Source: an optimization exercise on an open RTL-to-GDS flow (aim: small area, a short achievable clock period and few clock cycles per item). Production flows keep margins and buffers that such runs may drop. Power figures rest on the tool's default switching activity, not on a simulated workload.

==> module whorl_rsq, before the edit <==
module whorl_rsq (
    input             clk,
    input             rst,           
    input             in_valid,
    output            in_ready,
    input             in_sqrt,       
    input      [31:0] in_a,
    output reg        out_valid,
    output reg [31:0] out_res,
    output reg        out_sat,
    output reg        out_divz,
    output reg        out_domain
);
    reg  [31:0]  M;
    reg          rdy, first;
    reg          sq;                         
    reg          nf;                         
    reg          f_spc, f_hi, f_mid, f_lo, f_sat, f_divz, f_dom;
    reg  [32:0]  S;                          
    reg          s;                          
    reg  [31:0]  E;                          
    reg          bdv;                        
    assign in_ready = rdy;
    wire accept = in_valid & rdy;
    wire last   = M[0] & !M[1];
    wire [31:0] a       = in_a;
    wire        a_zero  = (a == 32'd0);
    wire        sm_pos  = !a[31] & (a[30:28] == 3'd0) & (!a[27] | (a[26:0] == 27'd0));
    wire        sm_neg  = a[31] & (a[30:27] == 4'hF);
    wire        a_m27   = sm_neg & (a[26:0] == 27'd0);             
    wire        a_max   = !a[31] & (a[30:0] == 31'h7FFF_FFFF);
    wire        spc_in  = in_sqrt ? (a[31] | a_max) : (sm_pos | sm_neg);
    wire        rcp_z3  = a[31] ? !a[30] : (a[30] & (a[29] | (a[28:2] != 27'd0)));
    wire        rcp_z2  = a[31] ? !(a[30] & a[29]) : (a[30] | (a[29] & (a[28:1] != 28'd0)));
    wire        rcp_z1  = a[31] ? (a[30:28] != 3'b111)
                                : (a[30] | a[29] | (a[28] & (a[27:0] != 28'd0)));
    wire        sq_z1   = (a[30:29] == 2'd0);
    wire        sq_z2   = (a[30:27] == 4'd0);
    wire        sq_z3   = (a[30:25] == 6'd0);
    reg  [32:0] s_init;
    reg  [31:0] m_init;
    reg         b_init;
    always @* begin
        b_init = 1'b0;
        if (in_sqrt) begin
            if (sq_z3) begin
                s_init = {5'b11111, a[24:0], 3'b000};            
                m_init = 32'h07FF_FFFF;
            end else if (sq_z2) begin
                s_init = {4'b1111, a[26:0], 2'b00};              
                m_init = 32'h0FFF_FFFF;
            end else if (sq_z1) begin
                s_init = {3'b111, a[28:0], 1'b0};                
                m_init = 32'h1FFF_FFFF;
            end else begin
                s_init = {2'b11, a[30:0]};                       
                m_init = 32'h3FFF_FFFF;
            end
        end else if (rcp_z3) begin                               
            s_init = a[31] ? {33'h0_7FFF_FFF8 | {31'd0, a[29:28]}}
                           : {33'h0_8000_0004 | {31'd0, a[29:28]}};
            m_init = 32'h0FFF_FFFF;
            b_init = a[27];
        end else if (rcp_z2) begin                               
            s_init = a[31] ? {33'h0_3FFF_FFFC | {31'd0, a[30:29]}}
                           : {33'h0_4000_0000 | {31'd0, a[30:29]}};
            m_init = 32'h1FFF_FFFF;
            b_init = a[28];
        end else if (rcp_z1) begin                               
            s_init = a[31] ? {33'h0_1FFF_FFFE | {32'd0, a[30]}}
                           : {33'h0_2000_0000 | {32'd0, a[30]}};
            m_init = 32'h3FFF_FFFF;
            b_init = a[29];
        end else begin                                           
            s_init = a[31] ? 33'h0_0FFF_FFFF : 33'h0_1000_0000;
            m_init = 32'h7FFF_FFFF;
            b_init = a[30];
        end
        if (spc_in)
            m_init = 32'h0000_0001;
    end
    wire [32:0] Mx   = {1'b0, M};
    wire [31:0] oh   = M & ~Mx[32:1];                    
    wire [31:0] mk   = Mx[32:1];                         
    wire [31:0] ohp  = {oh[30:0], 1'b0};                 
    wire [31:0] ohpp = {oh[29:0], 2'b00};                
    wire [31:0] msub = sq ? (mk | ohpp) : 32'd0;         
    wire [31:0] madd = sq ? (ohp | oh) : 32'd0;          
    wire [32:0] Y    = s ? {1'b0, ~(E & ~madd)} : {1'b1, E & ~msub};
    wire        cin  = s ? nf : !nf;
    wire [32:0] R    = S + Y + {32'd0, cin};
    wire        b    = !R[32];
    wire        bd   = sq ? b : bdv;                     
    wire        bdn  = (|(E & {1'b0, oh[31:1]})) ^ !nf;  
    always @(posedge clk) begin
        if (rst) begin
            M         <= 32'd0;
            rdy       <= 1'b1;
            out_valid <= 1'b0;
        end else begin
            out_valid <= last;
            if (accept) begin
                M   <= m_init;
                rdy <= spc_in;
            end else begin
                M   <= {1'b0, M[31:1]};
                rdy <= !M[2];
            end
        end
    end
    always @(posedge clk) begin
        first <= accept;
        if (accept) begin
            sq     <= in_sqrt;
            nf     <= !in_sqrt & a[31];
            f_spc  <= spc_in;
            f_hi   <= !in_sqrt & a[31];
            f_mid  <= !a[31];
            f_lo   <= !in_sqrt & !a[31];
            f_sat  <= !in_sqrt & (sm_pos | sm_neg) & !a_zero & !a_m27;
            f_divz <= !in_sqrt & a_zero;
            f_dom  <= in_sqrt & a[31];
            S      <= s_init;
            s      <= in_sqrt;
            E      <= in_sqrt ? 32'hFFFF_FFFF : (a[31] ? a : ~a);
            bdv    <= b_init;
        end else begin
            S   <= {R[31:0], bd};
            s   <= R[32];
            E   <= E & ~((sq & !s) ? ohpp : 32'd0);
            bdv <= bdn;
        end
        if (first & f_spc)
            out_res <= {f_hi, f_mid, {30{f_lo}}};
        else if (first)
            out_res <= {{31{nf}}, b ^ nf};
        else
            out_res <= {out_res[30:0], b ^ nf};
        if (last) begin
            out_sat    <= f_sat;
            out_divz   <= f_divz;
            out_domain <= f_dom;
        end
    end
endmodule
Settings: LEC_CHECK=0, CAP_MARGIN=20, CORE_MARGIN=2, CORE_UTILIZATION=40, PLACE_DENSITY=0.6, SETUP_SLACK_MARGIN=5, SLEW_MARGIN=20; clock period 11.0 ns.
run.sh (not shown) runs the stock make flow with config.mk's settings and CLKGATE_MAP_FILE= SYNTH_SCRIPT=/design/flow/synth_recipe.tcl, a recipe that flattens the netlist after the stock synthesis.
Rerun with:
--- a/flow/design.v
+++ b/flow/design.v
@@ -23,6 +23,7 @@
     assign in_ready = rdy;
     wire accept = in_valid & rdy;
     wire last   = M[0] & !M[1];
+    wire stop   = first & f_spc;                 
     wire [31:0] a       = in_a;
     wire        a_zero  = (a == 32'd0);
     wire        sm_pos  = !a[31] & (a[30:28] == 3'd0) & (!a[27] | (a[26:0] == 27'd0));
@@ -30,10 +31,12 @@
     wire        a_m27   = sm_neg & (a[26:0] == 27'd0);             
     wire        a_max   = !a[31] & (a[30:0] == 31'h7FFF_FFFF);
     wire        spc_in  = in_sqrt ? (a[31] | a_max) : (sm_pos | sm_neg);
-    wire        rcp_z3  = a[31] ? !a[30] : (a[30] & (a[29] | (a[28:2] != 27'd0)));
-    wire        rcp_z2  = a[31] ? !(a[30] & a[29]) : (a[30] | (a[29] & (a[28:1] != 28'd0)));
+    wire        rcp_z3  = a[31] ? !a[30]
+                                : (a[30] & (a[29] | a[28] | a[27] | a[26]));
+    wire        rcp_z2  = a[31] ? !(a[30] & a[29])
+                                : (a[30] | (a[29] & (a[28] | a[27] | a[26])));
     wire        rcp_z1  = a[31] ? (a[30:28] != 3'b111)
-                                : (a[30] | a[29] | (a[28] & (a[27:0] != 28'd0)));
+                                : (a[30] | a[29] | (a[28] & (a[27] | a[26] | a[25])));
     wire        sq_z1   = (a[30:29] == 2'd0);
     wire        sq_z2   = (a[30:27] == 4'd0);
     wire        sq_z3   = (a[30:25] == 6'd0);
@@ -76,8 +79,6 @@
             m_init = 32'h7FFF_FFFF;
             b_init = a[30];
         end
-        if (spc_in)
-            m_init = 32'h0000_0001;
     end
     wire [32:0] Mx   = {1'b0, M};
     wire [31:0] oh   = M & ~Mx[32:1];                    
@@ -98,13 +99,13 @@
             rdy       <= 1'b1;
             out_valid <= 1'b0;
         end else begin
-            out_valid <= last;
+            out_valid <= last | stop;
             if (accept) begin
                 M   <= m_init;
                 rdy <= spc_in;
             end else begin
-                M   <= {1'b0, M[31:1]};
-                rdy <= !M[2];
+                M   <= stop ? 32'd0 : {1'b0, M[31:1]};
+                rdy <= stop | !M[2];
             end
         end
     end
@@ -136,7 +137,7 @@
             out_res <= {{31{nf}}, b ^ nf};
         else
             out_res <= {out_res[30:0], b ^ nf};
-        if (last) begin
+        if (last | stop) begin
             out_sat    <= f_sat;
             out_divz   <= f_divz;
             out_domain <= f_dom;
Effect: The new run finished with timing, DRC and antenna clean. Non-clock buffer count rises by 3. Via count rises slightly. Routed wire length rises by a few percent. Synthesized area falls slightly. Sequential power rises by a few percent. Design area falls slightly. Total power rises by a few percent.
No run of this note included a check of the RTL's function; only the layout flow was run.

what the ideal ports hide:
No port has a modelled driver above. Below, the same layouts with a new extraction and two added sets of constraints.
Step 1 assumes that a clkbuf_16 drives the clock port and a buf_2 every other input.
Step 2 adds t to the input delays and takes it off the output delays; t is the mean of the earliest and latest rising clock arrival at the registers after step 1. Input paths then give back, and output paths get back, about the clock's delay inside the block.
Three values: no drivers, after step 1, after step 2; two values: the first two.
run	shift t [ns]	setup slack, ns	worst setup path after step 2	clock arrival spread, ns	worst data-port slew with drivers (ns)
the first run	0.466	6.174 / 6.186 / 5.720	input to register	0.016 / 0.016	0.03
the second run	0.482	6.176 / 6.200 / 5.718	input to register	0.013 / 0.013	0.04
After both steps setup and hold are still met in every run listed. For the second run, which loses most, drivers alone change the setup slack by +0.024 ns; drivers and shift together by -0.458 ns.
